Context: an optimization exercise on an open-source flow, tuned for small area, a short achievable clock period and few clock cycles per item. The choices shown serve that exercise and are no tape-out recipe. RTL that was checked went through simulation tests only; none was proved equivalent to the original. Only the layout flow was run in run 1; the RTL was not checked for function there. No activity file was given, so power comes from the tool's default toggle rates.

## flow/design.v (module list and top-level ports; edited modules follow where they fit)
// module pu_condition: 520 lines
// module pu_acc: 49 lines
// module pu_add: 31 lines
// module pu_mul: 354 lines
// module pu_sq: 563 lines
module pu_condition (
    input  wire         clk,
    input  wire         rst,
    input  wire [2:0]   cfg_depth,         
    input  wire [15:0]  cfg_width,         
    input  wire [5:0]   cfg_ob_w8,         
    input  wire         cfg_ob_side,       
    input  wire         cfg_ob_mode,       
    input  wire [15:0]  cfg_black_level,
    input  wire [15:0]  cfg_ob_clamp,
    input  wire [15:0]  cfg_pedestal,
    input  wire         cfg_flat_en,
    input  wire [3:0]   cfg_gain_frac,     
    input  wire [3:0]   cfg_ofs_shift,     
    input  wire [2:0]   cfg_cfa,           
    input  wire [15:0]  cfg_sat_level,
    input  wire         cfg_calib,
    input  wire         in_valid,
    output reg          in_ready,
    input  wire [15:0]  in_p,
    input  wire [15:0]  in_coef,
    input  wire         in_eof,
    output reg          out_valid,
    output reg  [15:0]  out_o,
    output reg          stat_valid,
    output wire [31:0]  stat_lines,
    output wire [31:0]  stat_ob_mean,
    output wire [63:0]  stat_ch_min,       
    output wire [63:0]  stat_ch_max,
    output wire [255:0] stat_ch_sum,       
    output wire [255:0] stat_ch_sumsq,
    output wire [127:0] stat_clip_low,     
    output wire [127:0] stat_clip_high,
    output wire [63:0]  stat_focus_total
);
  // ...
==> flow/flow/run.sh <==
#!/bin/bash
# The standard layout, with two changes to how it is made: the port buffers
# are plain buffers (sky130_fd_sc_hd__buf_2, which repair may resize) instead
# of the delay-cell buffers buffer_ports picks by default, and timing repair
# aims for a setup margin, so that it works on paths well inside the clock
# period.  The clock, constraints and synthesis are unchanged.
set -euo pipefail
export BUFFER_PORTS_ARGS="-buffer_cell sky130_fd_sc_hd__buf_2"
export SETUP_SLACK_MARGIN=10.5
bash standard.sh > standard_flow.log 2>&1
==> flow/standard.sh <==
#!/bin/bash
# synth_recipe.tcl (not shown) runs the flow's synth.tcl, then flattens the netlist and writes it again
# the make line also repeats each setting of config.mk as NAME=value (left out here)
make -C /OpenROAD-flow-scripts/flow DESIGN_CONFIG=/design/flow/config.mk WORK_HOME=/design/flow/orfs CLKGATE_MAP_FILE= SYNTH_SCRIPT=/design/flow/synth_recipe.tcl "${@:-finish}"
==> flow/config.mk <==
export PLATFORM = sky130hd
export DESIGN_NAME = pu_condition
export DESIGN_NICKNAME = pu_condition
export VERILOG_FILES = /design/flow/design.v
export SDC_FILE = /design/flow/constraint.sdc
export NUM_CORES = 4
export LEC_CHECK = 0
export ABC_CLOCK_PERIOD_IN_PS = 5000
export CAP_MARGIN = 20
export CORE_MARGIN = 2
export CORE_UTILIZATION = 40
export SLEW_MARGIN = 20
==> flow/constraint.sdc <==
create_clock -name core_clock -period 16.0 [get_ports {clk}]
set_input_delay 3.2000 -clock core_clock [delete_from_list [all_inputs] [get_ports {clk}]]
set_output_delay 3.2000 -clock core_clock [all_outputs]
set_load 0.01 [all_outputs]
==> flow_summary.json, run 1 <==
{
  "outcome": "timing/DRC/antenna clean",
  "min_to": "s3_ch[0]",
  "cp_num_buf_inv": 5,
  "worst_pin_slew_ns": 1.08,
  "synth_xor_area_share_pct": 3.97,
  "cts_setup_buffers": 21,
  "firstDrtPassIters": 9,
  "gp_congestion": 0.881,
  "crit_fanout": 10,
  "grt_first_pass_wirelength_microns": 346000,
  "multi_input_area_share_pct": 47.5,
  "dp.cells": 10700,
  "slowest_stage": "a2111oi_4",
  "tns_ns": 0,
  "sw_frac_of_total_pct": 38.2,
  "vias": 55400,
  "synth_cells": 7413,
  "antenna_found_initial": 13,
  "post-route-period-util_pct": 33.9,
  "rr_startpoint": "r_depth[0]",
  "layout_setup_ws_ns": 10.58,
  "p_clk_w": 0.00383,
  "crit_path_start": "r_depth[0]",
  "synth_seq_cells": 1432,
  "p_int_w": 0.00895,
  "max_freq_mhz": 184,
  "leakagePower_nw": 45.6,
  "setup_viol": 0,
  "critPathTopFamily": "compound AO/OA/AOI/OAI gates",
  "cp.arrival_ns": 6.12,
  "clkSinkCount": 1432,
  "ys_seq_area_share_pct": 38.9,
  "io_pins": 1183,
  "met1_length_microns": 96400,
  "hp-start": "s2_ch[0]",
  "nMultiInputCombCells": 5008,
  "reg2reg_depth": 27,
  "final_common_cell": "dfxtp_1",
  "avgSynthCellArea_sq_um": 10.4,
  "grtUsageMet2_pct": 40.5,
  "clkSlewWorstSetupHoldPaths_ns": 0.06,
  "synthMuxAreaShare_pct": 4.07,
  "cpPeakStageDelay_ns": 0.40,
  "antennaDiodeCount": 4,
  "gr-total-overflow": 0
}
==> module pu_condition, before the edit <==
module pu_condition (
    input  wire         clk,
    input  wire         rst,
    input  wire [2:0]   cfg_depth,         
    input  wire [15:0]  cfg_width,         
    input  wire [5:0]   cfg_ob_w8,         
    input  wire         cfg_ob_side,       
    input  wire         cfg_ob_mode,       
    input  wire [15:0]  cfg_black_level,
    input  wire [15:0]  cfg_ob_clamp,
    input  wire [15:0]  cfg_pedestal,
    input  wire         cfg_flat_en,
    input  wire [3:0]   cfg_gain_frac,     
    input  wire [3:0]   cfg_ofs_shift,     
    input  wire [2:0]   cfg_cfa,           
    input  wire [15:0]  cfg_sat_level,
    input  wire         cfg_calib,
    input  wire         in_valid,
    output reg          in_ready,
    input  wire [15:0]  in_p,
    input  wire [15:0]  in_coef,
    input  wire         in_eof,
    output reg          out_valid,
    output reg  [15:0]  out_o,
    output reg          stat_valid,
    output wire [31:0]  stat_lines,
    output wire [31:0]  stat_ob_mean,
    output wire [63:0]  stat_ch_min,       
    output wire [63:0]  stat_ch_max,
    output wire [255:0] stat_ch_sum,       
    output wire [255:0] stat_ch_sumsq,
    output wire [127:0] stat_clip_low,     
    output wire [127:0] stat_clip_high,
    output wire [63:0]  stat_focus_total
);
    reg [2:0]  r_depth;
    reg [15:0] r_width;
    reg [5:0]  r_obw8;
    reg        r_side, r_mode, r_flat, r_calib;
    reg [15:0] r_black, r_clamp, r_ped, r_sat;
    reg [3:0]  r_gf, r_os;
    reg [2:0]  r_cfa;
    always @(posedge clk) begin
        r_depth <= cfg_depth;
        r_width <= cfg_width;
        r_obw8  <= cfg_ob_w8;
        r_side  <= cfg_ob_side;
        r_mode  <= cfg_ob_mode;
        r_black <= cfg_black_level;
        r_clamp <= cfg_ob_clamp;
        r_ped   <= cfg_calib ? 16'd0 : cfg_pedestal;
        r_flat  <= cfg_flat_en & ~cfg_calib;
        r_gf    <= cfg_gain_frac;
        r_os    <= cfg_ofs_shift;
        r_cfa   <= cfg_cfa;
        r_sat   <= cfg_sat_level;
        r_calib <= cfg_calib;
    end
    wire [3:0]  sh     = 4'd8 - {r_depth[2:0], 1'b0};    
    wire [8:0]  n_ob   = {r_obw8, 3'b000};
    wire        has_ob = (r_obw8 != 6'd0);
    wire [15:0] dmax   = 16'hFFFF >> sh;                  
    wire        mono   = (r_cfa == 3'd0);
    wire        stall_mode = r_mode & ~r_calib;           
    wire [15:0] black_fix  = r_calib ? 16'd0 : r_black;
    reg         busy;         
    reg         fstart;       
    reg         in_done;      
    reg         ob_ph;        
    reg  [8:0]  obc;          
    reg  [15:0] rem;          
    reg         act;          
    reg         lpar;         
    reg         cpar;         
    reg         cge1, cge2;   
    reg  [15:0] line_cnt;     
    reg  [2:0]  dcnt;         
    wire        om_done;
    wire        take     = in_valid & in_ready;
    wire [8:0]  obc_inc  = obc + 9'd1;
    wire [15:0] rem_dec  = rem - 16'd1;
    wire        obc_hit  = (obc_inc == n_ob);
    wire        last_ob  = ob_ph & obc_hit;
    wire        line_end = ~ob_ph & (rem_dec == 16'd0);
    wire        eof_take = take & ~ob_ph & in_eof;
    always @(posedge clk) begin
        if (rst) begin
            busy     <= 1'b0;
            fstart   <= 1'b0;
            in_ready <= 1'b0;
            in_done  <= 1'b0;
        end else begin
            fstart <= 1'b0;
            if (!busy) begin
                if (in_valid) begin
                    busy    <= 1'b1;
                    fstart  <= 1'b1;
                    in_done <= 1'b0;
                end
            end else begin
                if (fstart)
                    in_ready <= 1'b1;
                else if (eof_take) begin
                    in_ready <= 1'b0;
                    in_done  <= 1'b1;
                end else if (take && last_ob && stall_mode) begin
                    in_ready <= 1'b0;
                end else if (dcnt == 3'd6 && !in_done) begin
                    in_ready <= 1'b1;
                end
                if (stat_valid)
                    busy <= 1'b0;
            end
        end
    end
    always @(posedge clk) begin
        if (fstart || (take && line_end)) begin
            ob_ph <= has_ob;
            obc   <= 9'd0;
            rem   <= r_width;
            act   <= r_side | ~has_ob;
            cpar  <= 1'b0;
            cge1  <= 1'b0;
            cge2  <= 1'b0;
        end else if (take) begin
            if (ob_ph) begin
                obc <= obc_hit ? 9'd0 : obc_inc;
                if (obc_hit)
                    ob_ph <= 1'b0;
            end else begin
                rem  <= rem_dec;
                cpar <= ~cpar;
                if (!obc_hit)
                    obc <= obc_inc;
                if (r_side ? (rem_dec == {7'd0, n_ob}) : obc_hit)
                    act <= ~r_side;
                if (act) begin
                    cge1 <= 1'b1;
                    cge2 <= cge1;
                end
            end
        end
        if (fstart) begin
            lpar     <= 1'b0;
            line_cnt <= 16'd0;
        end else if (take && line_end) begin
            lpar     <= ~lpar;
            line_cnt <= line_cnt + 16'd1;
        end
    end
    reg        s0_pix, s0_ob, s0_lastob, s0_eof;
    reg [15:0] s0_p, s0_coef;
    reg        s0_act, s0_ca0, s0_lpar, s0_cge1, s0_cge2;
    always @(posedge clk) begin
        if (rst) begin
            s0_pix <= 1'b0;
            s0_ob  <= 1'b0;
            s0_eof <= 1'b0;
        end else begin
            s0_pix <= take & ~ob_ph;
            s0_ob  <= take & ob_ph;
            s0_eof <= eof_take;
        end
        s0_lastob <= last_ob;
        s0_p      <= in_p;
        s0_coef   <= in_coef;
        s0_act    <= act;
        s0_ca0    <= cpar;
        s0_lpar   <= lpar;
        s0_cge1   <= cge1;
        s0_cge2   <= cge2;
    end
    wire [15:0] s0_x0 = s0_p << sh;
    reg  [23:0] obs;          
    reg  [15:0] black;        
    wire [16:0] obs_lo;
    pu_add #(16) u_obs (.a(obs[15:0]), .b(s0_x0), .ci(1'b0), .s(obs_lo[15:0]), .co(obs_lo[16]));
    wire [23:0] obs_add = {obs[23:16] + {7'd0, obs_lo[16]}, obs_lo[15:0]};
    wire [21:0] ds_in [0:3];
    wire [21:0] ds_out [0:2];
    assign ds_in[0] = obs[21:0];
    genvar dg;
    generate
        for (dg = 0; dg < 3; dg = dg + 1) begin : g_dstep
            wire [6:0] t;
            pu_add #(7) u_ds (.a({ds_in[dg][21:16], ds_in[dg][15]}), .b(~{1'b0, r_obw8}),
                              .ci(1'b1), .s(t), .co());
            assign ds_out[dg] = t[6] ? {ds_in[dg][20:15], ds_in[dg][14:0], 1'b0}
                                     : {t[5:0], ds_in[dg][14:0], 1'b1};
            assign ds_in[dg+1] = ds_out[dg];
        end
    endgenerate
    wire [21:0] dv_load = {1'b0, obs_add[23:3]};
    wire [21:0] dv_it   = (dcnt == 3'd6) ? ds_out[0] : ds_out[2];
    wire [15:0]        m_l   = obs[15:0];
    wire [16:0]        bl_hi = {1'b0, r_black} + {1'b0, r_clamp};
    wire signed [17:0] bl_lo = $signed({2'b00, r_black}) - $signed({2'b00, r_clamp});
    wire [15:0]        b_row = ({1'b0, m_l} > bl_hi) ? bl_hi[15:0] :
                               ($signed({2'b00, m_l}) < bl_lo) ? bl_lo[15:0] : m_l;
    wire               m_done = (dcnt == 3'd7);
    always @(posedge clk) begin
        if (rst || !busy) begin
            dcnt <= 3'd0;
        end else begin
            if (s0_ob && s0_lastob)
                dcnt <= 3'd1;
            else if (m_done)
                dcnt <= 3'd0;
            else if (dcnt != 3'd0)
                dcnt <= dcnt + 3'd1;
        end
        if (fstart) begin
            obs   <= {15'd0, r_obw8, 2'b00};           
            black <= black_fix;
        end else begin
            if (s0_ob) begin
                if (s0_lastob)
                    obs <= {2'd0, dv_load};
                else
                    obs <= obs_add;
            end else if (dcnt != 3'd0 && !m_done) begin
                obs <= {2'd0, dv_it};
            end else if (m_done) begin
                obs <= {15'd0, r_obw8, 2'b00};
            end
            if (m_done)
                black <= stall_mode ? b_row : black_fix;
        end
    end
    reg  [15:0] om_r;
    reg  [31:0] om_q;
    reg  [2:0]  om_c;         
    reg  [5:0]  om_cnt;       
    reg  [1:0]  om_st;        
    wire [31:0] ms     = {om_r, om_q[31:16]};
    wire [8:0]  ms_a0  = {1'b0, ms[7:0]}   + {1'b0, m_l[7:0]};
    wire [8:0]  ms_a1  = {1'b0, ms[15:8]}  + {1'b0, m_l[15:8]} + {8'd0, om_c[0]};
    wire [8:0]  ms_a2  = {1'b0, ms[23:16]} + {8'd0, om_c[1]};
    wire [7:0]  ms_a3  = ms[31:24] + {7'd0, om_c[2]};
    wire [31:0] ms_nx  = {ms_a3, ms_a2[7:0], ms_a1[7:0], ms_a0[7:0]};
    wire [2:0]  mc_nx  = {ms_a2[8], ms_a1[8], ms_a0[8]};
    wire [16:0] om_t;
    pu_add #(17) u_om (.a({om_r, om_q[31]}), .b(~{1'b0, line_cnt}), .ci(1'b1), .s(om_t), .co());
    wire        om_ge = ~om_t[16];
    assign      om_done = (om_st == 2'd3);
    always @(posedge clk) begin
        if (fstart) begin
            om_r   <= 16'd0;
            om_q   <= 32'd0;
            om_c   <= 3'd0;
            om_st  <= 2'd0;
            om_cnt <= 6'd0;
        end else begin
            case (om_st)
            2'd0: begin
                if (m_done) begin
                    {om_r, om_q[31:16]} <= ms_nx;
                    om_c <= mc_nx;
                end else if (om_c != 3'd0) begin
                    {om_r, om_q[31:16]} <= {ms_a3, ms_a2[7:0], ms_a1[7:0], ms[7:0]};
                    om_c <= {ms_a2[8], ms_a1[8], 1'b0};
                end
                if (in_done) begin
                    om_st  <= 2'd1;
                    om_cnt <= 6'd4;
                end
            end
            2'd1: begin
                if (om_c != 3'd0) begin
                    {om_r, om_q[31:16]} <= {ms_a3, ms_a2[7:0], ms_a1[7:0], ms[7:0]};
                    om_c <= {ms_a2[8], ms_a1[8], 1'b0};
                end
                if (om_cnt != 6'd0)
                    om_cnt <= om_cnt - 6'd1;
                else if (dcnt == 3'd0 && om_c == 3'd0) begin
                    om_q[15:0] <= {1'b0, line_cnt[15:1]};
                    om_cnt     <= 6'd32;
                    om_st      <= 2'd2;
                end
            end
            2'd2: begin
                om_r   <= om_ge ? om_t[15:0] : {om_r[14:0], om_q[31]};
                om_q   <= {om_q[30:0], om_ge};
                om_cnt <= om_cnt - 6'd1;
                if (om_cnt == 6'd1)
                    om_st <= 2'd3;
            end
            default: ;
            endcase
        end
    end
    reg               s1_v, s1_eof;
    reg  [16:0]       s1_y1;
    reg  [3:0]        s1_ofs;
    reg  [5:0]        s1_one, s1_two, s1_neg;
    reg               s1_sat, s1_act, s1_elig;
    reg  [1:0]        s1_ch;
    reg [1:0] ch0;
    always @(*) begin
        case (r_cfa)
        3'd1:    ch0 = {s0_lpar, s0_ca0};
        3'd2:    ch0 = {s0_lpar, s0_ca0} ^ 2'd1;
        3'd3:    ch0 = {s0_lpar, s0_ca0} ^ 2'd2;
        3'd4:    ch0 = {s0_lpar, s0_ca0} ^ 2'd3;
        default: ch0 = 2'd0;
        endcase
    end
    wire [16:0] y1_w;
    pu_add #(17) u_y1 (.a({1'b0, s0_x0}), .b(~{1'b0, black}), .ci(1'b1), .s(y1_w), .co());
    wire [12:0] gdx = {s0_coef[15:4], 1'b0};
    reg  [5:0]  bo_one, bo_two, bo_neg;
    integer bj;
    always @(*) begin
        for (bj = 0; bj < 6; bj = bj + 1) begin
            bo_one[bj] = gdx[2*bj+1] ^ gdx[2*bj];
            bo_two[bj] = (gdx[2*bj+2] & ~gdx[2*bj+1] & ~gdx[2*bj]) |
                         (~gdx[2*bj+2] & gdx[2*bj+1] & gdx[2*bj]);
            bo_neg[bj] = gdx[2*bj+2];
        end
    end
    always @(posedge clk) begin
        if (rst) begin
            s1_v   <= 1'b0;
            s1_eof <= 1'b0;
        end else begin
            s1_v   <= s0_pix;
            s1_eof <= s0_eof;
        end
        s1_y1   <= y1_w;
        s1_ofs  <= r_flat ? s0_coef[3:0] : 4'd0;
        s1_one  <= r_flat ? bo_one : 6'd0;
        s1_two  <= r_flat ? bo_two : 6'd0;
        s1_neg  <= r_flat ? bo_neg : 6'd0;
        s1_sat  <= (s0_p >= r_sat) | ((s0_p & dmax) == dmax);
        s1_act  <= s0_act;
        s1_ch   <= ch0;
        s1_elig <= mono ? s0_cge1 : ((ch0[0] ^ ch0[1]) & s0_cge2);
    end
    reg               s2_v, s2_eof;
    reg  [22:0]       s2_r0, s2_r1;   
    reg               s2_c10;
    reg  [18:0]       s2_z;
    reg               s2_sat, s2_act, s2_elig;
    reg  [1:0]        s2_ch;
    wire [22:0] mr0, mr1;
    wire        mc10;
    pu_mul u_mul (.a(s1_y1), .one(s1_one), .two(s1_two), .neg(s1_neg),
                  .r0(mr0), .r1(mr1), .c10(mc10));
    wire [12:0] ofs_sh = {{9{s1_ofs[3]}}, s1_ofs} << r_os;
    wire [18:0] za     = {{2{s1_y1[16]}}, s1_y1};
    wire [18:0] zb     = {3'd0, r_ped};
    wire [18:0] zc     = {{6{ofs_sh[12]}}, ofs_sh};
    wire [18:0] zs_s   = za ^ zb ^ zc;
    wire [18:0] zs_c   = {(za[17:0] & zb[17:0]) | (zc[17:0] & (za[17:0] ^ zb[17:0])), 1'b0};
    wire [18:0] z_w;
    pu_add #(19) u_z (.a(zs_s), .b(zs_c), .ci(1'b0), .s(z_w), .co());
    always @(posedge clk) begin
        if (rst) begin
            s2_v   <= 1'b0;
            s2_eof <= 1'b0;
        end else begin
            s2_v   <= s1_v;
            s2_eof <= s1_eof;
        end
        s2_r0   <= mr0;
        s2_r1   <= mr1;
        s2_c10  <= mc10;
        s2_z    <= z_w;
        s2_sat  <= s1_sat;
        s2_act  <= s1_act;
        s2_ch   <= s1_ch;
        s2_elig <= s1_elig;
    end
    reg         s3_va, s3_v, s3_eof;
    reg  [15:0] s3_v16, s3_vq;
    reg         s3_low, s3_high, s3_elig;
    reg  [1:0]  s3_ch;
    wire [4:0]  lk1 = {4'd0, s2_r0[0]} + {4'd0, s2_r1[0]} + {4'd0, s2_c10} + 5'd1;
    wire [4:0]  lk2 = {3'd0, s2_r0[1:0]} + {3'd0, s2_r1[1:0]} + {4'd0, s2_c10} + 5'd2;
    wire [4:0]  lk3 = {2'd0, s2_r0[2:0]} + {2'd0, s2_r1[2:0]} + {4'd0, s2_c10} + 5'd4;
    wire [5:0]  lk4 = {2'd0, s2_r0[3:0]} + {2'd0, s2_r1[3:0]} + {5'd0, s2_c10} + 6'd8;
    reg  [18:0] ra, rb;
    reg  [1:0]  rk;           
    always @(*) begin
        case (r_gf[1:0])
        2'd3:    begin ra = s2_r0[19:1]; rb = s2_r1[19:1]; rk = lk1[2:1]; end  
        2'd0:    begin ra = s2_r0[20:2]; rb = s2_r1[20:2]; rk = lk2[3:2]; end  
        2'd1:    begin ra = s2_r0[21:3]; rb = s2_r1[21:3]; rk = lk3[4:3]; end  
        default: begin ra = s2_r0[22:4]; rb = s2_r1[22:4]; rk = lk4[5:4]; end  
        endcase
    end
    wire [18:0] cs_s = s2_z ^ ra ^ rb;
    wire [18:0] cs_c = {(s2_z[17:0] & ra[17:0]) | (rb[17:0] & (s2_z[17:0] ^ ra[17:0])),
                        rk[1] | rk[0]};
    wire [18:0] y3_w;
    pu_add #(19) u_y3 (.a(cs_s), .b(cs_c), .ci(rk[1]), .s(y3_w), .co());
    wire        y3_low  = y3_w[18];
    wire        y3_high = ~y3_w[18] & (y3_w[17:16] != 2'd0);
    wire [15:0] y3_v    = y3_low ? 16'd0 : y3_high ? 16'hFFFF : y3_w[15:0];
    always @(posedge clk) begin
        if (rst) begin
            s3_v   <= 1'b0;
            s3_va  <= 1'b0;
            s3_eof <= 1'b0;
        end else begin
            s3_v   <= s2_v;
            s3_va  <= s2_v & s2_act;
            s3_eof <= s2_eof;
        end
        s3_v16  <= y3_v;
        s3_vq   <= y3_v;
        s3_low  <= y3_low;
        s3_high <= y3_high | s2_sat;
        s3_ch   <= s2_ch;
        s3_elig <= s2_elig;
    end
    reg  [15:0] rq_s;
    reg         rq_b;
    always @(*) begin
        case (r_depth)
        3'd0:    begin rq_s = {8'd0, s3_v16[15:8]}; rq_b = s3_v16[7]; end
        3'd1:    begin rq_s = {6'd0, s3_v16[15:6]}; rq_b = s3_v16[5]; end
        3'd2:    begin rq_s = {4'd0, s3_v16[15:4]}; rq_b = s3_v16[3]; end
        3'd3:    begin rq_s = {2'd0, s3_v16[15:2]}; rq_b = s3_v16[1]; end
        default: begin rq_s = s3_v16;               rq_b = 1'b0;      end
        endcase
    end
    wire        rq_full = ((s3_v16 | ~(dmax << sh)) == 16'hFFFF);
    wire [15:0] rq_o    = rq_s + {15'd0, rq_b & ~rq_full};
    always @(posedge clk) begin
        if (rst) out_valid <= 1'b0;
        else     out_valid <= s3_v;
        out_o <= rq_o;
    end
    wire [31:0] sq;
    pu_sq u_sq (.v(s3_vq), .p(sq));
    reg  [15:0] prev1, prev2;
    wire [15:0] f_ref = mono ? prev1 : prev2;
    wire [16:0] f_d;
    pu_add #(17) u_fd (.a({1'b0, s3_v16}), .b(~{1'b0, f_ref}), .ci(1'b1), .s(f_d), .co());
    reg         s4_va, s4_fv, s4_gneg;
    reg  [1:0]  s4_ch;
    reg  [31:0] s4_sq;
    reg  [15:0] s4_g;
    always @(posedge clk) begin
        if (rst) begin
            s4_va <= 1'b0;
            s4_fv <= 1'b0;
        end else begin
            s4_va <= s3_va;
            s4_fv <= s3_va & s3_elig;
        end
        if (s3_va) begin
            prev2 <= prev1;
            prev1 <= s3_v16;
        end
        s4_ch   <= s3_ch;
        s4_sq   <= sq;
        s4_g    <= f_d[15:0] ^ {16{f_d[16]}};
        s4_gneg <= f_d[16];
    end
    reg  [15:0] ch_min [0:3];
    reg  [15:0] ch_max [0:3];
    wire [15:0] min_sel = ch_min[s3_ch];
    wire [15:0] max_sel = ch_max[s3_ch];
    wire        v_lt    = s3_v16 < min_sel;
    wire        v_gt    = s3_v16 > max_sel;
    wire [63:0] ch_sum [0:3];
    wire [63:0] ch_sq  [0:3];
    wire [31:0] cl_lo  [0:3];
    wire [31:0] cl_hi  [0:3];
    wire [47:0] focus;
    genvar g;
    generate
        for (g = 0; g < 4; g = g + 1) begin : g_ch
            localparam WS = (g == 0) ? 48 : 46;
            localparam WQ = (g == 0) ? 64 : 62;
            localparam WC = (g == 0) ? 32 : 31;
            wire sel4 = s3_va && (s3_ch == g);
            wire sel5 = s4_va && (s4_ch == g);
            wire [WS-1:0] q_sum;
            wire [WQ-1:0] q_sq;
            wire [WC-1:0] q_lo, q_hi;
            always @(posedge clk) begin
                if (fstart) begin
                    ch_min[g] <= (mono && g != 0) ? 16'd0 : 16'hFFFF;
                    ch_max[g] <= 16'd0;
                end else if (sel4) begin
                    if (v_lt) ch_min[g] <= s3_v16;
                    if (v_gt) ch_max[g] <= s3_v16;
                end
            end
            pu_acc #(.W(WS), .AW(16), .CF(8), .CH(16)) u_sum (
                .clk(clk), .clr(fstart), .en(sel4), .a(s3_v16), .ci(1'b0), .q(q_sum));
            pu_acc #(.W(WC), .AW(1), .CF(16), .CH(16)) u_lo (
                .clk(clk), .clr(fstart), .en(sel4), .a(s3_low), .ci(1'b0), .q(q_lo));
            pu_acc #(.W(WC), .AW(1), .CF(16), .CH(16)) u_hi (
                .clk(clk), .clr(fstart), .en(sel4), .a(s3_high), .ci(1'b0), .q(q_hi));
            pu_acc #(.W(WQ), .AW(32), .CF(8), .CH(16)) u_sumsq (
                .clk(clk), .clr(fstart), .en(sel5), .a(s4_sq), .ci(1'b0), .q(q_sq));
            assign stat_ch_min[16*g +: 16]    = ch_min[g];
            assign stat_ch_max[16*g +: 16]    = ch_max[g];
            assign stat_ch_sum[64*g +: 64]    = {{(64-WS){1'b0}}, q_sum};
            assign stat_ch_sumsq[64*g +: 64]  = {{(64-WQ){1'b0}}, q_sq};
            assign stat_clip_low[32*g +: 32]  = {{(32-WC){1'b0}}, q_lo};
            assign stat_clip_high[32*g +: 32] = {{(32-WC){1'b0}}, q_hi};
        end
    endgenerate
    pu_acc #(.W(48), .AW(16), .CF(8), .CH(16)) u_focus (
        .clk(clk), .clr(fstart), .en(s4_fv), .a(s4_g), .ci(s4_gneg), .q(focus));
    always @(posedge clk) begin
        if (rst || !busy)
            stat_valid <= 1'b0;
        else
            stat_valid <= om_done & ~stat_valid & (om_cnt == 6'd0) & in_done & ~fstart;
    end
    assign stat_lines       = {16'd0, line_cnt};
    assign stat_ob_mean     = om_q;
    assign stat_focus_total = {16'd0, focus};
endmodule
==> module pu_acc, before the edit <==
module pu_acc #(
    parameter W  = 48,    
    parameter AW = 16,    
    parameter CF = 8,     
    parameter CH = 16     
) (
    input  wire          clk,
    input  wire          clr,
    input  wire          en,
    input  wire [AW-1:0] a,
    input  wire          ci,
    output reg  [W-1:0]  q
);
    localparam AWR = ((AW + CF - 1) / CF) * CF;
    function automatic is_start(input integer i);
        if (i == 0)        is_start = 1'b0;
        else if (i < AWR)  is_start = (i % CF) == 0;
        else               is_start = ((i - AWR) % CH) == 0;
    endfunction
    wire [W:0]   co;       
    wire [W-1:0] s;
    genvar i;
    generate
        for (i = 0; i < W; i = i + 1) begin : g_bit
            wire cin;
            if (i == 0) begin : g_first
                assign cin = en & ci;
            end else if (is_start(i)) begin : g_creg
                reg cr;
                always @(posedge clk)
                    cr <= clr ? 1'b0 : co[i];
                assign cin = cr;
            end else begin : g_ripple
                assign cin = co[i];
            end
            if (i < AW) begin : g_fa
                wire ai = en & a[i];
                assign s[i]    = q[i] ^ ai ^ cin;
                assign co[i+1] = (q[i] & ai) | (cin & (q[i] ^ ai));
            end else begin : g_ha
                assign s[i]    = q[i] ^ cin;
                assign co[i+1] = q[i] & cin;
            end
            always @(posedge clk)
                q[i] <= clr ? 1'b0 : s[i];
        end
    endgenerate
    assign co[0] = 1'b0;
endmodule
==> module pu_add, before the edit <==
module pu_add #(parameter N = 16) (
    input  wire [N-1:0] a,
    input  wire [N-1:0] b,
    input  wire         ci,
    output wire [N-1:0] s,
    output wire         co
);
    localparam L = $clog2(N + 1);
    wire [N:0] G [0:L];
    wire [N:0] P [0:L];
    wire [N-1:0] p = a ^ b;
    assign G[0] = {a & b, ci};
    assign P[0] = {p, 1'b0};
    genvar l, i;
    generate
        for (l = 0; l < L; l = l + 1) begin : g_lvl
            for (i = 0; i <= N; i = i + 1) begin : g_pos
                if ((i >> l) & 1) begin : g_node
                    localparam integer J = ((i >> l) << l) - 1;
                    assign G[l+1][i] = G[l][i] | (P[l][i] & G[l][J]);
                    assign P[l+1][i] = P[l][i] & P[l][J];
                end else begin : g_pass
                    assign G[l+1][i] = G[l][i];
                    assign P[l+1][i] = P[l][i];
                end
            end
        end
    endgenerate
    assign s  = p ^ G[L][N-1:0];
    assign co = G[L][N];
endmodule
==> run 2, diff against run 1 <==
--- a/flow/design.v
+++ b/flow/design.v
@@ -41,4 +41,7 @@
     reg [3:0]  r_gf, r_os;
     reg [2:0]  r_cfa;
+    reg [4:0]  r_dsel;        
+    reg [3:0]  r_gsel;        
+    reg        r_mono;
     always @(posedge clk) begin
         r_depth <= cfg_depth;
@@ -56,10 +59,15 @@
         r_sat   <= cfg_sat_level;
         r_calib <= cfg_calib;
+        r_dsel  <= 5'd1 << cfg_depth;
+        r_gsel  <= 4'd1 << (cfg_gain_frac[1:0] + 2'd1);
+        r_mono  <= (cfg_cfa == 3'd0);
     end
-    wire [3:0]  sh     = 4'd8 - {r_depth[2:0], 1'b0};    
     wire [8:0]  n_ob   = {r_obw8, 3'b000};
     wire        has_ob = (r_obw8 != 6'd0);
-    wire [15:0] dmax   = 16'hFFFF >> sh;                  
-    wire        mono   = (r_cfa == 3'd0);
+    wire [15:0] dmax   = {{2{r_dsel[4]}}, {2{|r_dsel[4:3]}}, {2{|r_dsel[4:2]}},
+                          {2{|r_dsel[4:1]}}, 8'hFF};
+    wire [15:0] hmask  = {8'hFF, {2{|r_dsel[4:1]}}, {2{|r_dsel[4:2]}},
+                          {2{|r_dsel[4:3]}}, {2{r_dsel[4]}}};
+    wire        mono   = r_mono;
     wire        stall_mode = r_mode & ~r_calib;           
     wire [15:0] black_fix  = r_calib ? 16'd0 : r_black;
@@ -75,5 +83,5 @@
     reg         cge1, cge2;   
     reg  [15:0] line_cnt;     
-    reg  [2:0]  dcnt;         
+    reg  [3:0]  dcnt;         
     wire        om_done;
     wire        take     = in_valid & in_ready;
@@ -106,5 +114,7 @@
                 end else if (take && last_ob && stall_mode) begin
                     in_ready <= 1'b0;
-                end else if (dcnt == 3'd6 && !in_done) begin
+                end else if (take && line_end && has_ob && dcnt != 4'd0 && dcnt <= 4'd8) begin
+                    in_ready <= 1'b0;
+                end else if (dcnt == 4'd9 && !in_done) begin
                     in_ready <= 1'b1;
                 end
@@ -114,37 +124,28 @@
         end
     end
+    wire        lstart  = fstart | line_end;
+    wire        ob_ph_n = lstart ? has_ob : (ob_ph & ~obc_hit);
+    wire [8:0]  obc_n   = lstart ? 9'd0 : (ob_ph ? (obc_hit ? 9'd0 : obc_inc)
+                                                 : (obc_hit ? obc : obc_inc));
+    wire [15:0] rem_n   = lstart ? r_width : (ob_ph ? rem : rem_dec);
+    wire        act_n   = lstart ? (r_side | ~has_ob) :
+                          (~ob_ph & (r_side ? (rem_dec == {7'd0, n_ob}) : obc_hit)) ? ~r_side : act;
+    wire        cpar_n  = lstart ? 1'b0 : (cpar ^ ~ob_ph);
+    wire        cge1_n  = lstart ? 1'b0 : (cge1 | (~ob_ph & act));
+    wire        cge2_n  = lstart ? 1'b0 : ((~ob_ph & act) ? cge1 : cge2);
+    wire        lpar_n  = fstart ? 1'b0 : (lpar ^ line_end);
+    wire [15:0] lcnt_n  = fstart ? 16'd0 : (line_cnt + {15'd0, line_end});
+    wire        cen     = fstart | take;
     always @(posedge clk) begin
-        if (fstart || (take && line_end)) begin
-            ob_ph <= has_ob;
-            obc   <= 9'd0;
-            rem   <= r_width;
-            act   <= r_side | ~has_ob;
-            cpar  <= 1'b0;
-            cge1  <= 1'b0;
-            cge2  <= 1'b0;
-        end else if (take) begin
-            if (ob_ph) begin
-                obc <= obc_hit ? 9'd0 : obc_inc;
-                if (obc_hit)
-                    ob_ph <= 1'b0;
-            end else begin
-                rem  <= rem_dec;
-                cpar <= ~cpar;
-                if (!obc_hit)
-                    obc <= obc_inc;
-                if (r_side ? (rem_dec == {7'd0, n_ob}) : obc_hit)
-                    act <= ~r_side;
-                if (act) begin
-                    cge1 <= 1'b1;
-                    cge2 <= cge1;
-                end
-            end
-        end
-        if (fstart) begin
-            lpar     <= 1'b0;
-            line_cnt <= 16'd0;
-        end else if (take && line_end) begin
-            lpar     <= ~lpar;
-            line_cnt <= line_cnt + 16'd1;
+        if (cen) begin
+            ob_ph    <= ob_ph_n;
+            obc      <= obc_n;
+            rem      <= rem_n;
+            act      <= act_n;
+            cpar     <= cpar_n;
+            cge1     <= cge1_n;
+            cge2     <= cge2_n;
+            lpar     <= lpar_n;
+            line_cnt <= lcnt_n;
         end
     end
@@ -171,5 +172,9 @@
         s0_cge2   <= cge2;
     end
-    wire [15:0] s0_x0 = s0_p << sh;
+    wire [15:0] s0_x0 = ({16{r_dsel[0]}} & {s0_p[7:0], 8'd0}) |
+                        ({16{r_dsel[1]}} & {s0_p[9:0], 6'd0}) |
+                        ({16{r_dsel[2]}} & {s0_p[11:0], 4'd0}) |
+                        ({16{r_dsel[3]}} & {s0_p[13:0], 2'd0}) |
+                        ({16{r_dsel[4]}} & s0_p);
     reg  [23:0] obs;          
     reg  [15:0] black;        
@@ -177,10 +182,10 @@
     pu_add #(16) u_obs (.a(obs[15:0]), .b(s0_x0), .ci(1'b0), .s(obs_lo[15:0]), .co(obs_lo[16]));
     wire [23:0] obs_add = {obs[23:16] + {7'd0, obs_lo[16]}, obs_lo[15:0]};
-    wire [21:0] ds_in [0:3];
-    wire [21:0] ds_out [0:2];
+    wire [21:0] ds_in [0:2];
+    wire [21:0] ds_out [0:1];
     assign ds_in[0] = obs[21:0];
     genvar dg;
     generate
-        for (dg = 0; dg < 3; dg = dg + 1) begin : g_dstep
+        for (dg = 0; dg < 2; dg = dg + 1) begin : g_dstep
             wire [6:0] t;
             pu_add #(7) u_ds (.a({ds_in[dg][21:16], ds_in[dg][15]}), .b(~{1'b0, r_obw8}),
@@ -192,22 +197,24 @@
     endgenerate
     wire [21:0] dv_load = {1'b0, obs_add[23:3]};
-    wire [21:0] dv_it   = (dcnt == 3'd6) ? ds_out[0] : ds_out[2];
+    wire [21:0] dv_it   = ds_out[1];
     wire [15:0]        m_l   = obs[15:0];
     wire [16:0]        bl_hi = {1'b0, r_black} + {1'b0, r_clamp};
     wire signed [17:0] bl_lo = $signed({2'b00, r_black}) - $signed({2'b00, r_clamp});
-    wire [15:0]        b_row = ({1'b0, m_l} > bl_hi) ? bl_hi[15:0] :
-                               ($signed({2'b00, m_l}) < bl_lo) ? bl_lo[15:0] : m_l;
-    wire               m_done = (dcnt == 3'd7);
+    reg                b_gt, b_lt;    
+    wire [15:0]        b_row = b_gt ? bl_hi[15:0] : b_lt ? bl_lo[15:0] : m_l;
+    wire               m_done = (dcnt == 4'd10);
     always @(posedge clk) begin
         if (rst || !busy) begin
-            dcnt <= 3'd0;
+            dcnt <= 4'd0;
         end else begin
             if (s0_ob && s0_lastob)
-                dcnt <= 3'd1;
+                dcnt <= 4'd1;
             else if (m_done)
-                dcnt <= 3'd0;
-            else if (dcnt != 3'd0)
-                dcnt <= dcnt + 3'd1;
+                dcnt <= 4'd0;
+            else if (dcnt != 4'd0)
+                dcnt <= dcnt + 4'd1;
         end
+        b_gt <= ({1'b0, m_l} > bl_hi);
+        b_lt <= ($signed({2'b00, m_l}) < bl_lo);
         if (fstart) begin
             obs   <= {15'd0, r_obw8, 2'b00};           
@@ -219,5 +226,5 @@
                 else
                     obs <= obs_add;
-            end else if (dcnt != 3'd0 && !m_done) begin
+            end else if (dcnt != 4'd0 && dcnt <= 4'd8) begin
                 obs <= {2'd0, dv_it};
             end else if (m_done) begin
@@ -252,6 +259,5 @@
             om_cnt <= 6'd0;
         end else begin
-            case (om_st)
-            2'd0: begin
+            if (om_st[1] == 1'b0) begin
                 if (m_done) begin
                     {om_r, om_q[31:16]} <= ms_nx;
@@ -261,4 +267,7 @@
                     om_c <= {ms_a2[8], ms_a1[8], 1'b0};
                 end
+            end
+            case (om_st)
+            2'd0: begin
                 if (in_done) begin
                     om_st  <= 2'd1;
@@ -267,11 +276,7 @@
             end
             2'd1: begin
-                if (om_c != 3'd0) begin
-                    {om_r, om_q[31:16]} <= {ms_a3, ms_a2[7:0], ms_a1[7:0], ms[7:0]};
-                    om_c <= {ms_a2[8], ms_a1[8], 1'b0};
-                end
                 if (om_cnt != 6'd0)
                     om_cnt <= om_cnt - 6'd1;
-                else if (dcnt == 3'd0 && om_c == 3'd0) begin
+                else if (dcnt == 4'd0 && om_c == 3'd0 && !m_done) begin
                     om_q[15:0] <= {1'b0, line_cnt[15:1]};
                     om_cnt     <= 6'd32;
@@ -376,18 +381,14 @@
     reg         s3_low, s3_high, s3_elig;
     reg  [1:0]  s3_ch;
-    wire [4:0]  lk1 = {4'd0, s2_r0[0]} + {4'd0, s2_r1[0]} + {4'd0, s2_c10} + 5'd1;
-    wire [4:0]  lk2 = {3'd0, s2_r0[1:0]} + {3'd0, s2_r1[1:0]} + {4'd0, s2_c10} + 5'd2;
+    wire [18:0] ra = ({19{r_gsel[0]}} & s2_r0[19:1]) | ({19{r_gsel[1]}} & s2_r0[20:2]) |
+                     ({19{r_gsel[2]}} & s2_r0[21:3]) | ({19{r_gsel[3]}} & s2_r0[22:4]);
+    wire [18:0] rb = ({19{r_gsel[0]}} & s2_r1[19:1]) | ({19{r_gsel[1]}} & s2_r1[20:2]) |
+                     ({19{r_gsel[2]}} & s2_r1[21:3]) | ({19{r_gsel[3]}} & s2_r1[22:4]);
+    wire [2:0]  lk1 = {2'd0, s2_r0[0]} + {2'd0, s2_r1[0]} + {2'd0, s2_c10} + 3'd1;
+    wire [3:0]  lk2 = {2'd0, s2_r0[1:0]} + {2'd0, s2_r1[1:0]} + {3'd0, s2_c10} + 4'd2;
     wire [4:0]  lk3 = {2'd0, s2_r0[2:0]} + {2'd0, s2_r1[2:0]} + {4'd0, s2_c10} + 5'd4;
     wire [5:0]  lk4 = {2'd0, s2_r0[3:0]} + {2'd0, s2_r1[3:0]} + {5'd0, s2_c10} + 6'd8;
-    reg  [18:0] ra, rb;
-    reg  [1:0]  rk;           
-    always @(*) begin
-        case (r_gf[1:0])
-        2'd3:    begin ra = s2_r0[19:1]; rb = s2_r1[19:1]; rk = lk1[2:1]; end  
-        2'd0:    begin ra = s2_r0[20:2]; rb = s2_r1[20:2]; rk = lk2[3:2]; end  
-        2'd1:    begin ra = s2_r0[21:3]; rb = s2_r1[21:3]; rk = lk3[4:3]; end  
-        default: begin ra = s2_r0[22:4]; rb = s2_r1[22:4]; rk = lk4[5:4]; end  
-        endcase
-    end
+    wire [1:0]  rk  = ({2{r_gsel[0]}} & lk1[2:1]) | ({2{r_gsel[1]}} & lk2[3:2]) |
+                      ({2{r_gsel[2]}} & lk3[4:3]) | ({2{r_gsel[3]}} & lk4[5:4]);
     wire [18:0] cs_s = s2_z ^ ra ^ rb;
     wire [18:0] cs_c = {(s2_z[17:0] & ra[17:0]) | (rb[17:0] & (s2_z[17:0] ^ ra[17:0])),
@@ -415,16 +416,12 @@
         s3_elig <= s2_elig;
     end
-    reg  [15:0] rq_s;
-    reg         rq_b;
-    always @(*) begin
-        case (r_depth)
-        3'd0:    begin rq_s = {8'd0, s3_v16[15:8]}; rq_b = s3_v16[7]; end
-        3'd1:    begin rq_s = {6'd0, s3_v16[15:6]}; rq_b = s3_v16[5]; end
-        3'd2:    begin rq_s = {4'd0, s3_v16[15:4]}; rq_b = s3_v16[3]; end
-        3'd3:    begin rq_s = {2'd0, s3_v16[15:2]}; rq_b = s3_v16[1]; end
-        default: begin rq_s = s3_v16;               rq_b = 1'b0;      end
-        endcase
-    end
-    wire        rq_full = ((s3_v16 | ~(dmax << sh)) == 16'hFFFF);
+    wire [15:0] rq_s = ({16{r_dsel[0]}} & {8'd0, s3_v16[15:8]}) |
+                       ({16{r_dsel[1]}} & {6'd0, s3_v16[15:6]}) |
+                       ({16{r_dsel[2]}} & {4'd0, s3_v16[15:4]}) |
+                       ({16{r_dsel[3]}} & {2'd0, s3_v16[15:2]}) |
+                       ({16{r_dsel[4]}} & s3_v16);
+    wire        rq_b = (r_dsel[0] & s3_v16[7]) | (r_dsel[1] & s3_v16[5]) |
+                       (r_dsel[2] & s3_v16[3]) | (r_dsel[3] & s3_v16[1]);
+    wire        rq_full = ((s3_v16 | ~hmask) == 16'hFFFF);
     wire [15:0] rq_o    = rq_s + {15'd0, rq_b & ~rq_full};
     always @(posedge clk) begin
@@ -433,6 +430,6 @@
         out_o <= rq_o;
     end
-    wire [31:0] sq;
-    pu_sq u_sq (.v(s3_vq), .p(sq));
+    wire [31:0] sq0, sq1;
+    pu_sq u_sq (.v(s3_vq), .r0(sq0), .r1(sq1));
     reg  [15:0] prev1, prev2;
     wire [15:0] f_ref = mono ? prev1 : prev2;
@@ -441,5 +438,5 @@
     reg         s4_va, s4_fv, s4_gneg;
     reg  [1:0]  s4_ch;
-    reg  [31:0] s4_sq;
+    reg  [31:0] s4_sq0, s4_sq1;
     reg  [15:0] s4_g;
     always @(posedge clk) begin
@@ -456,6 +453,7 @@
         end
         s4_ch   <= s3_ch;
-        s4_sq   <= sq;
-        s4_g    <= f_d[15:0] ^ {16{f_d[16]}};
+        s4_sq0  <= sq0;
+        s4_sq1  <= sq1;
+        s4_g    <= f_d[15:0];
         s4_gneg <= f_d[16];
     end
@@ -466,20 +464,17 @@
     wire        v_lt    = s3_v16 < min_sel;
     wire        v_gt    = s3_v16 > max_sel;
-    wire [63:0] ch_sum [0:3];
-    wire [63:0] ch_sq  [0:3];
-    wire [31:0] cl_lo  [0:3];
-    wire [31:0] cl_hi  [0:3];
-    wire [47:0] focus;
+    wire [16:0]    ovf;
+    wire [31:0]    s4_sq;
+    pu_add #(32) u_sqa (.a(s4_sq0), .b(s4_sq1), .ci(1'b0), .s(s4_sq), .co());
+    wire [17*27-1:0] ring_q;
+    wire           ring_home, ring_clr;
     genvar g;
     generate
         for (g = 0; g < 4; g = g + 1) begin : g_ch
-            localparam WS = (g == 0) ? 48 : 46;
-            localparam WQ = (g == 0) ? 64 : 62;
-            localparam WC = (g == 0) ? 32 : 31;
             wire sel4 = s3_va && (s3_ch == g);
             wire sel5 = s4_va && (s4_ch == g);
-            wire [WS-1:0] q_sum;
-            wire [WQ-1:0] q_sq;
-            wire [WC-1:0] q_lo, q_hi;
+            wire [20:0] q_sum;
+            wire [36:0] q_sq;
+            wire [4:0]  q_lo, q_hi;
             always @(posedge clk) begin
                 if (fstart) begin
@@ -491,31 +486,34 @@
                 end
             end
-            pu_acc #(.W(WS), .AW(16), .CF(8), .CH(16)) u_sum (
-                .clk(clk), .clr(fstart), .en(sel4), .a(s3_v16), .ci(1'b0), .q(q_sum));
-            pu_acc #(.W(WC), .AW(1), .CF(16), .CH(16)) u_lo (
-                .clk(clk), .clr(fstart), .en(sel4), .a(s3_low), .ci(1'b0), .q(q_lo));
-            pu_acc #(.W(WC), .AW(1), .CF(16), .CH(16)) u_hi (
-                .clk(clk), .clr(fstart), .en(sel4), .a(s3_high), .ci(1'b0), .q(q_hi));
-            pu_acc #(.W(WQ), .AW(32), .CF(8), .CH(16)) u_sumsq (
-                .clk(clk), .clr(fstart), .en(sel5), .a(s4_sq), .ci(1'b0), .q(q_sq));
+            pu_acc #(.W(21), .AW(16), .CF(6), .CH(16)) u_sum (
+                .clk(clk), .clr(fstart), .en(sel4), .a(s3_v16), .ci(1'b0), .q(q_sum), .ov(ovf[g]));
+            pu_acc #(.W(37), .AW(32), .CF(4), .CH(16)) u_sumsq (
+                .clk(clk), .clr(fstart), .en(sel5), .a(s4_sq), .ci(1'b0), .q(q_sq), .ov(ovf[4+g]));
+            pu_acc #(.W(5), .AW(1), .CF(8), .CH(8)) u_lo (
+                .clk(clk), .clr(fstart), .en(sel4), .a(s3_low), .ci(1'b0), .q(q_lo), .ov(ovf[8+g]));
+            pu_acc #(.W(5), .AW(1), .CF(8), .CH(8)) u_hi (
+                .clk(clk), .clr(fstart), .en(sel4), .a(s3_high), .ci(1'b0), .q(q_hi), .ov(ovf[12+g]));
             assign stat_ch_min[16*g +: 16]    = ch_min[g];
             assign stat_ch_max[16*g +: 16]    = ch_max[g];
-            assign stat_ch_sum[64*g +: 64]    = {{(64-WS){1'b0}}, q_sum};
-            assign stat_ch_sumsq[64*g +: 64]  = {{(64-WQ){1'b0}}, q_sq};
-            assign stat_clip_low[32*g +: 32]  = {{(32-WC){1'b0}}, q_lo};
-            assign stat_clip_high[32*g +: 32] = {{(32-WC){1'b0}}, q_hi};
+            assign stat_ch_sum[64*g +: 64]    = {16'd0, ring_q[27*g +: 27], q_sum};
+            assign stat_ch_sumsq[64*g +: 64]  = {ring_q[27*(4+g) +: 27], q_sq};
+            assign stat_clip_low[32*g +: 32]  = {ring_q[27*(8+g) +: 27], q_lo};
+            assign stat_clip_high[32*g +: 32] = {ring_q[27*(12+g) +: 27], q_hi};
         end
     endgenerate
-    pu_acc #(.W(48), .AW(16), .CF(8), .CH(16)) u_focus (
-        .clk(clk), .clr(fstart), .en(s4_fv), .a(s4_g), .ci(s4_gneg), .q(focus));
+    wire [20:0] q_focus;
+    pu_acc #(.W(21), .AW(16), .CF(6), .CH(16)) u_focus (
+        .clk(clk), .clr(fstart), .en(s4_fv), .a(s4_g ^ {16{s4_gneg}}), .ci(s4_gneg), .q(q_focus), .ov(ovf[16]));
+    pu_ring #(.N(17), .B(27)) u_ring (
+        .clk(clk), .clr(fstart), .req(ovf), .q(ring_q), .home(ring_home), .busy_clr(ring_clr));
     always @(posedge clk) begin
         if (rst || !busy)
             stat_valid <= 1'b0;
         else
-            stat_valid <= om_done & ~stat_valid & (om_cnt == 6'd0) & in_done & ~fstart;
+            stat_valid <= om_done & ~stat_valid & ring_home & in_done & ~fstart;
     end
     assign stat_lines       = {16'd0, line_cnt};
     assign stat_ob_mean     = om_q;
-    assign stat_focus_total = {16'd0, focus};
+    assign stat_focus_total = {16'd0, ring_q[27*16 +: 27], q_focus};
 endmodule
 module pu_acc #(
@@ -530,5 +528,6 @@
     input  wire [AW-1:0] a,
     input  wire          ci,
-    output reg  [W-1:0]  q
+    output reg  [W-1:0]  q,
+    output wire          ov       
 );
     localparam AWR = ((AW + CF - 1) / CF) * CF;
@@ -567,4 +566,48 @@
     endgenerate
     assign co[0] = 1'b0;
+    assign ov    = co[W];
+endmodule
+module pu_ring #(
+    parameter N = 17,
+    parameter B = 27
+) (
+    input  wire           clk,
+    input  wire           clr,
+    input  wire [N-1:0]   req,
+    output wire [N*B-1:0] q,
+    output wire           home,      
+    output wire           busy_clr
+);
+    reg [B-1:0] slot [0:N-1];
+    reg [N-1:0] pend;
+    reg [4:0]   ph;
+    reg [4:0]   ccnt;          
+    wire          inc  = pend[ph] & (ccnt == 5'd0);
+    wire [B-1:0]  nxt  = (ccnt != 5'd0) ? {B{1'b0}} : slot[0] + {{(B-1){1'b0}}, inc};
+    assign home     = (ph == N - 1) & (pend == {N{1'b0}}) & (ccnt == 5'd0);
+    assign busy_clr = (ccnt != 5'd0);
+    integer k;
+    always @(posedge clk) begin
+        for (k = 0; k < N - 1; k = k + 1)
+            slot[k] <= slot[k+1];
+        slot[N-1] <= nxt;
+        if (clr) begin
+            ph   <= 5'd0;
+            ccnt <= N;
+            pend <= {N{1'b0}};
+        end else begin
+            ph   <= (ph == N - 1) ? 5'd0 : ph + 5'd1;
+            if (ccnt != 5'd0)
+                ccnt <= ccnt - 5'd1;
+            for (k = 0; k < N; k = k + 1)
+                pend[k] <= req[k] | (pend[k] & ~(ph == k && ccnt == 5'd0));
+        end
+    end
+    genvar gi;
+    generate
+        for (gi = 0; gi < N; gi = gi + 1) begin : g_q
+            assign q[gi*B +: B] = slot[gi];
+        end
+    endgenerate
 endmodule
 module pu_add #(parameter N = 16) (
@@ -575,5 +618,5 @@
     output wire         co
 );
-    localparam L = $clog2(N + 1);
+    localparam L = (N >= 32) ? 6 : (N >= 16) ? 5 : (N >= 8) ? 4 : (N >= 4) ? 3 : (N >= 2) ? 2 : 1;
     wire [N:0] G [0:L];
     wire [N:0] P [0:L];
@@ -955,5 +998,6 @@
 module pu_sq (
     input  wire [15:0] v,
-    output wire [31:0] p
+    output wire [31:0] r0,
+    output wire [31:0] r1
 );
     wire t0 = v[0] & v[1];
@@ -1259,259 +1303,5 @@
     wire f210 = t116 ^ t117 ^ v[14];
     wire g210 = (t116 & t117) | (v[14] & (t116 ^ t117));
-    wire t211 = v[0] & 1'b0;
-    wire t212 = 1'b0 & 1'b0;
-    wire t213 = t0 & v[1];
-    wire t214 = t1 & 1'b0;
-    wire t215 = h186 & v[2];
-    wire t216 = h187 & k186;
-    wire t217 = f188 & k187;
-    wire t218 = f189 & g188;
-    wire t219 = f190 & g189;
-    wire t220 = f191 & g190;
-    wire t221 = f192 & g191;
-    wire t222 = f193 & g192;
-    wire t223 = f194 & g193;
-    wire t224 = f195 & g194;
-    wire t225 = f196 & g195;
-    wire t226 = f197 & g196;
-    wire t227 = f198 & g197;
-    wire t228 = f199 & g198;
-    wire t229 = f200 & g199;
-    wire t230 = f201 & g200;
-    wire t231 = f202 & g201;
-    wire t232 = f203 & g202;
-    wire t233 = f204 & g203;
-    wire t234 = f205 & g204;
-    wire t235 = f206 & g205;
-    wire t236 = f207 & g206;
-    wire t237 = f208 & g207;
-    wire t238 = f209 & g208;
-    wire t239 = f210 & g209;
-    wire t240 = t118 & g210;
-    wire t241 = t119 & v[15];
-    wire t242 = 1'b0 & 1'b0;
-    wire t243 = v[0] ^ 1'b0;
-    wire t244 = 1'b0 ^ 1'b0;
-    wire t245 = t0 ^ v[1];
-    wire t246 = t1 ^ 1'b0;
-    wire t247 = h186 ^ v[2];
-    wire t248 = h187 ^ k186;
-    wire t249 = f188 ^ k187;
-    wire t250 = f189 ^ g188;
-    wire t251 = f190 ^ g189;
-    wire t252 = f191 ^ g190;
-    wire t253 = f192 ^ g191;
-    wire t254 = f193 ^ g192;
-    wire t255 = f194 ^ g193;
-    wire t256 = f195 ^ g194;
-    wire t257 = f196 ^ g195;
-    wire t258 = f197 ^ g196;
-    wire t259 = f198 ^ g197;
-    wire t260 = f199 ^ g198;
-    wire t261 = f200 ^ g199;
-    wire t262 = f201 ^ g200;
-    wire t263 = f202 ^ g201;
-    wire t264 = f203 ^ g202;
-    wire t265 = f204 ^ g203;
-    wire t266 = f205 ^ g204;
-    wire t267 = f206 ^ g205;
-    wire t268 = f207 ^ g206;
-    wire t269 = f208 ^ g207;
-    wire t270 = f209 ^ g208;
-    wire t271 = f210 ^ g209;
-    wire t272 = t118 ^ g210;
-    wire t273 = t119 ^ v[15];
-    wire t274 = 1'b0 ^ 1'b0;
-    wire t275 = t212 | (t244 & t211);
-    wire t276 = t244 & t243;
-    wire t277 = t214 | (t246 & t213);
-    wire t278 = t246 & t245;
-    wire t279 = t216 | (t248 & t215);
-    wire t280 = t248 & t247;
-    wire t281 = t218 | (t250 & t217);
-    wire t282 = t250 & t249;
-    wire t283 = t220 | (t252 & t219);
-    wire t284 = t252 & t251;
-    wire t285 = t222 | (t254 & t221);
-    wire t286 = t254 & t253;
-    wire t287 = t224 | (t256 & t223);
-    wire t288 = t256 & t255;
-    wire t289 = t226 | (t258 & t225);
-    wire t290 = t258 & t257;
-    wire t291 = t228 | (t260 & t227);
-    wire t292 = t260 & t259;
-    wire t293 = t230 | (t262 & t229);
-    wire t294 = t262 & t261;
-    wire t295 = t232 | (t264 & t231);
-    wire t296 = t264 & t263;
-    wire t297 = t234 | (t266 & t233);
-    wire t298 = t266 & t265;
-    wire t299 = t236 | (t268 & t235);
-    wire t300 = t268 & t267;
-    wire t301 = t238 | (t270 & t237);
-    wire t302 = t270 & t269;
-    wire t303 = t240 | (t272 & t239);
-    wire t304 = t272 & t271;
-    wire t305 = t242 | (t274 & t241);
-    wire t306 = t274 & t273;
-    wire t307 = t213 | (t245 & t275);
-    wire t308 = t245 & t276;
-    wire t309 = t277 | (t278 & t275);
-    wire t310 = t278 & t276;
-    wire t311 = t217 | (t249 & t279);
-    wire t312 = t249 & t280;
-    wire t313 = t281 | (t282 & t279);
-    wire t314 = t282 & t280;
-    wire t315 = t221 | (t253 & t283);
-    wire t316 = t253 & t284;
-    wire t317 = t285 | (t286 & t283);
-    wire t318 = t286 & t284;
-    wire t319 = t225 | (t257 & t287);
-    wire t320 = t257 & t288;
-    wire t321 = t289 | (t290 & t287);
-    wire t322 = t290 & t288;
-    wire t323 = t229 | (t261 & t291);
-    wire t324 = t261 & t292;
-    wire t325 = t293 | (t294 & t291);
-    wire t326 = t294 & t292;
-    wire t327 = t233 | (t265 & t295);
-    wire t328 = t265 & t296;
-    wire t329 = t297 | (t298 & t295);
-    wire t330 = t298 & t296;
-    wire t331 = t237 | (t269 & t299);
-    wire t332 = t269 & t300;
-    wire t333 = t301 | (t302 & t299);
-    wire t334 = t302 & t300;
-    wire t335 = t241 | (t273 & t303);
-    wire t336 = t273 & t304;
-    wire t337 = t305 | (t306 & t303);
-    wire t338 = t306 & t304;
-    wire t339 = t215 | (t247 & t309);
-    wire t340 = t247 & t310;
-    wire t341 = t279 | (t280 & t309);
-    wire t342 = t280 & t310;
-    wire t343 = t311 | (t312 & t309);
-    wire t344 = t312 & t310;
-    wire t345 = t313 | (t314 & t309);
-    wire t346 = t314 & t310;
-    wire t347 = t223 | (t255 & t317);
-    wire t348 = t255 & t318;
-    wire t349 = t287 | (t288 & t317);
-    wire t350 = t288 & t318;
-    wire t351 = t319 | (t320 & t317);
-    wire t352 = t320 & t318;
-    wire t353 = t321 | (t322 & t317);
-    wire t354 = t322 & t318;
-    wire t355 = t231 | (t263 & t325);
-    wire t356 = t263 & t326;
-    wire t357 = t295 | (t296 & t325);
-    wire t358 = t296 & t326;
-    wire t359 = t327 | (t328 & t325);
-    wire t360 = t328 & t326;
-    wire t361 = t329 | (t330 & t325);
-    wire t362 = t330 & t326;
-    wire t363 = t239 | (t271 & t333);
-    wire t364 = t271 & t334;
-    wire t365 = t303 | (t304 & t333);
-    wire t366 = t304 & t334;
-    wire t367 = t335 | (t336 & t333);
-    wire t368 = t336 & t334;
-    wire t369 = t337 | (t338 & t333);
-    wire t370 = t338 & t334;
-    wire t371 = t219 | (t251 & t345);
-    wire t372 = t251 & t346;
-    wire t373 = t283 | (t284 & t345);
-    wire t374 = t284 & t346;
-    wire t375 = t315 | (t316 & t345);
-    wire t376 = t316 & t346;
-    wire t377 = t317 | (t318 & t345);
-    wire t378 = t318 & t346;
-    wire t379 = t347 | (t348 & t345);
-    wire t380 = t348 & t346;
-    wire t381 = t349 | (t350 & t345);
-    wire t382 = t350 & t346;
-    wire t383 = t351 | (t352 & t345);
-    wire t384 = t352 & t346;
-    wire t385 = t353 | (t354 & t345);
-    wire t386 = t354 & t346;
-    wire t387 = t235 | (t267 & t361);
-    wire t388 = t267 & t362;
-    wire t389 = t299 | (t300 & t361);
-    wire t390 = t300 & t362;
-    wire t391 = t331 | (t332 & t361);
-    wire t392 = t332 & t362;
-    wire t393 = t333 | (t334 & t361);
-    wire t394 = t334 & t362;
-    wire t395 = t363 | (t364 & t361);
-    wire t396 = t364 & t362;
-    wire t397 = t365 | (t366 & t361);
-    wire t398 = t366 & t362;
-    wire t399 = t367 | (t368 & t361);
-    wire t400 = t368 & t362;
-    wire t401 = t369 | (t370 & t361);
-    wire t402 = t370 & t362;
-    wire t403 = t227 | (t259 & t385);
-    wire t404 = t259 & t386;
-    wire t405 = t291 | (t292 & t385);
-    wire t406 = t292 & t386;
-    wire t407 = t323 | (t324 & t385);
-    wire t408 = t324 & t386;
-    wire t409 = t325 | (t326 & t385);
-    wire t410 = t326 & t386;
-    wire t411 = t355 | (t356 & t385);
-    wire t412 = t356 & t386;
-    wire t413 = t357 | (t358 & t385);
-    wire t414 = t358 & t386;
-    wire t415 = t359 | (t360 & t385);
-    wire t416 = t360 & t386;
-    wire t417 = t361 | (t362 & t385);
-    wire t418 = t362 & t386;
-    wire t419 = t387 | (t388 & t385);
-    wire t420 = t388 & t386;
-    wire t421 = t389 | (t390 & t385);
-    wire t422 = t390 & t386;
-    wire t423 = t391 | (t392 & t385);
-    wire t424 = t392 & t386;
-    wire t425 = t393 | (t394 & t385);
-    wire t426 = t394 & t386;
-    wire t427 = t395 | (t396 & t385);
-    wire t428 = t396 & t386;
-    wire t429 = t397 | (t398 & t385);
-    wire t430 = t398 & t386;
-    wire t431 = t399 | (t400 & t385);
-    wire t432 = t400 & t386;
-    wire t433 = t401 | (t402 & t385);
-    wire t434 = t402 & t386;
-    wire t435 = t244 ^ t211;
-    wire t436 = t245 ^ t275;
-    wire t437 = t246 ^ t307;
-    wire t438 = t247 ^ t309;
-    wire t439 = t248 ^ t339;
-    wire t440 = t249 ^ t341;
-    wire t441 = t250 ^ t343;
-    wire t442 = t251 ^ t345;
-    wire t443 = t252 ^ t371;
-    wire t444 = t253 ^ t373;
-    wire t445 = t254 ^ t375;
-    wire t446 = t255 ^ t377;
-    wire t447 = t256 ^ t379;
-    wire t448 = t257 ^ t381;
-    wire t449 = t258 ^ t383;
-    wire t450 = t259 ^ t385;
-    wire t451 = t260 ^ t403;
-    wire t452 = t261 ^ t405;
-    wire t453 = t262 ^ t407;
-    wire t454 = t263 ^ t409;
-    wire t455 = t264 ^ t411;
-    wire t456 = t265 ^ t413;
-    wire t457 = t266 ^ t415;
-    wire t458 = t267 ^ t417;
-    wire t459 = t268 ^ t419;
-    wire t460 = t269 ^ t421;
-    wire t461 = t270 ^ t423;
-    wire t462 = t271 ^ t425;
-    wire t463 = t272 ^ t427;
-    wire t464 = t273 ^ t429;
-    wire t465 = t274 ^ t431;
-    assign p = {t465, t464, t463, t462, t461, t460, t459, t458, t457, t456, t455, t454, t453, t452, t451, t450, t449, t448, t447, t446, t445, t444, t443, t442, t441, t440, t439, t438, t437, t436, t435, t243};
+    assign r0 = {1'b0, t119, t118, f210, f209, f208, f207, f206, f205, f204, f203, f202, f201, f200, f199, f198, f197, f196, f195, f194, f193, f192, f191, f190, f189, f188, h187, h186, t1, t0, 1'b0, v[0]};
+    assign r1 = {1'b0, v[15], g210, g209, g208, g207, g206, g205, g204, g203, g202, g201, g200, g199, g198, g197, g196, g195, g194, g193, g192, g191, g190, g189, g188, k187, k186, v[2], 1'b0, v[1], 1'b0, 1'b0};
 endmodule
--- a/flow/flow/run.sh
+++ b/flow/flow/run.sh
@@ -7,4 +7,4 @@
 set -euo pipefail
 export BUFFER_PORTS_ARGS="-buffer_cell sky130_fd_sc_hd__buf_2"
-export SETUP_SLACK_MARGIN=10.5
+export SETUP_SLACK_MARGIN=11.0
 bash standard.sh > standard_flow.log 2>&1
==> flow_summary.json, run 2 <==
{
  "area_delta_synth_final_pct": 19.3,
  "synth_area_leaders": "dfxtp_1 (39%), fa_1 (11%), ha_1 (8.1%)",
  "final_antenna_net_count": 0,
  "ys_async_sr_fraction_pct": 0,
  "drc": 0,
  "synth_cell_type_count": 86,
  "avgSynthCellArea_sq_um": 10.7,
  "routedWlPerCell_microns": 24.5,
  "largest_reg_flops": 459,
  "synth_seq_cells": 1516,
  "tns_ns": 0,
  "cpPeakStageDelay_ns": 0.64,
  "outcome": "timing/DRC/antenna clean",
  "post-route-period-util_pct": 30.7,
  "numCtsBuffers": 166,
  "critPathTopFamily": "flip-flops",
  "synthAdderAreaFrac_pct": 19.6,
  "vias": 50600,
  "leakagePower_nw": 39.4,
  "yosys.area.top_type": "dfxtp_1",
  "drt_iter0_drc": 3845,
  "maxSlewHeadroom_pct": 28.5,
  "worst_pin_slew_ns": 1.07,
  "ctsLongestPathBuffers": 3,
  "cp.arrival_ns": 1.71,
  "grt_max_degree": 170,
  "crit_fanout": 2,
  "clock_latency_ns": 0.83,
  "cts_tree": "done",
  "grt_setup_unrepaired": "yes",
  "ys_seq_area_share_pct": 45.8,
  "drive_gt1_share_pct": 20.7,
  "grt_pass1_vias": 49500,
  "slowest_stage": "dfxtp_1",
  "yosysTopAreaCellShare_pct": 39.3,
  "fillers": 16100,
  "ys_warn_count": 13,
  "synthesis.area_sq_um": 69600,
  "max_freq_mhz": 204,
  "cts_hold_buf": 0,
  "hold_violations": 0,
  "synth_xor_area_share_pct": 4.41,
  "num-nets-final": 8509,
  "drv_cap": 0,
  "cp-end-kind": "output port",
  "io_pins": 1183,
  "cp_num_buf_inv": 1,
  "ir_worst_vdd_mv": 0.112,
  "worstPathCellList": "buf_2",
  "skew_ns": 0.0496,
  "totalWireLength_microns": 245000,
  "clkSlewWorstSetupHoldPaths_ns": 0.06,
  "fin_crit_ns": 4.91,
  "power_density_nw_per_um2": 156,
  "worstSetupPathType": "flop to output port",
  "synth_compound_area_share_pct": 9.26,
  "antenna_found_initial": 23,
  "cts-root-buf": "clkbuf_16",
  "required_ns": 12.80,
  "synth_top_family_by_area": "adder cells",
  "synth-edff-count": 149,
  "firstDrtPassIters": 8,
  "track_usage_pct": 27.0,
  "synthMuxAreaShare_pct": 3.05,
  "die_x_microns": 421,
  "final_common_cell": "dfxtp_1",
  "dp_hpwl_microns": 194000,
  "largest_registers": "u_ring.slot (459), g_ch.u_sumsq.q (148), g_ch.u_sum.q (84)",
  "vias_per_cell": 5.07,
  "final_cell_mix": "dfxtp_1 (1340), buf_2 (1084), inv_1 (599)",
  "synth.most_common_cell": "dfxtp_1",
  "die_h_microns": 421,
  "grt_first_pass_wirelength_microns": 350000,
  "fp.coreArea_sq_um": 173000,
  "synth_ff_type": "dfxtp_1",
  "setup.worst_path.start_class": "flop",
  "final_max_slew_viol_count": 0,
  "cts_max_level": 4,
  "std_cell_rows": 153,
  "synth_cells": 6515,
  "io_buffers": 1084,
  "clkSinkCount": 1516,
  "max_flop_register": "u_ring.slot",
  "start_util_pct": 40.1,
  "synth_commonest_cells": "dfxtp_1 (1367), inv_1 (601), nor2_1 (545), ha_1 (450), fa_1 (399)",
  "fin_cells": 9987,
  "synth-simple-area-share_pct": 11.7,
  "gp_congestion": 0.953,
  "dp.cells": 9672,
  "setup_viol": 0,
  "worstHoldPathType": "flop to flop",
  "die_area_sq_um": 177000,
  "gr-total-overflow": 0
}
-- run 2: where the power goes --
group	internal (W)	switching (W)
clock	0.00244	0.00167
combinational	0.00161	0.00258
sequential	0.00424	0.000361
total	0.00829	0.00462
-- run 2: area by class of cell --
class                   count  area [sq um]  share of cell area [%]
repair buffers           1162          6030                    7.27
multi-input cells        4069         33900                    40.9
flip-flops and latches   1516         31900                    38.4
inverters                 605          2270                    2.74
clock inverters            74          1160                    1.39
clock buffers             228          4780                    5.77
well taps                2325          2910                    3.51
diodes                      8          20.0                  0.0241
-- run 2: per-stage QoR --
step	power, W	instance area [sq um]	setup WS, ns	util, %	hold slack, ns
after floorplan	0.00751	69900	11.11	-	0.310
after global placement	0.00877	76900	10.57	44.4	0.310
after detailed placement	0.00886	76900	10.57	44.4	0.312
after CTS	0.0130	82800	10.98	47.8	0.324
after global routing	0.0137	83000	10.94	47.9	0.330
final	0.0129	83000	11.09	47.9	0.312
-- run 2: metal layers --
layer	track usage [%]	share of wire, %	up-vias
li1	-	-	23500
met1	32.0	39	25000
met2	47.2	50	1756
met3	4.62	5.6	401
met4	13.3	5.6	0
met5	0	0	-
-- run 2: kinds of logic (layout without fill, tap and decap cells) --
| logic type | count (synthesis) | count (layout) |
|---|---|---|
| AND/OR/NAND/NOR | 1671 | 1671 |
| multiplexers | 164 | 164 |
| adder cells (fa/ha/maj) | 849 | 849 |
| other | 1 | 104 |
| AO/OA/AOI/OAI | 940 | 940 |
| XOR/XNOR | 349 | 349 |
| buffers and inverters | 1025 | 2069 |
| flip-flops | 1516 | 1516 |
-- run 2: worst paths after layout --
| kind | slack [ns] | to | cells after the start | startpoint |
|---|---|---|---|---|
| setup / recovery | 11.09 | stat_clip_low[84] | 1 | u_ring.slot[10][15] |
| hold / removal | 0.31 | u_ring.slot[8][25] | 0 | u_ring.slot[9][25] |
| setup reg to reg | 11.21 | obs[17] | 22 | obs[15] |
| hold reg to reg | 0.31 | u_ring.slot[8][25] | 0 | u_ring.slot[9][25] |
-- run 2: what timing repair did --
item                                    CTS  global route
buffers inserted                          0             5
pin swaps                                 1             5
endpoints found under the setup margin   38            24
resized for setup                        15            18
Testbench counts of run 2, summed over its fixed seeds: cycles 93,559, pixels 80,140.

Check on run 2: ideal ports give 11.094 ns setup slack; a clkbuf_16 on the clock port and buf_2 on the inputs give 11.000 ns; moving port delays by the midpoint clock arrival (0.901 ns) as well gives 11.213 ns.
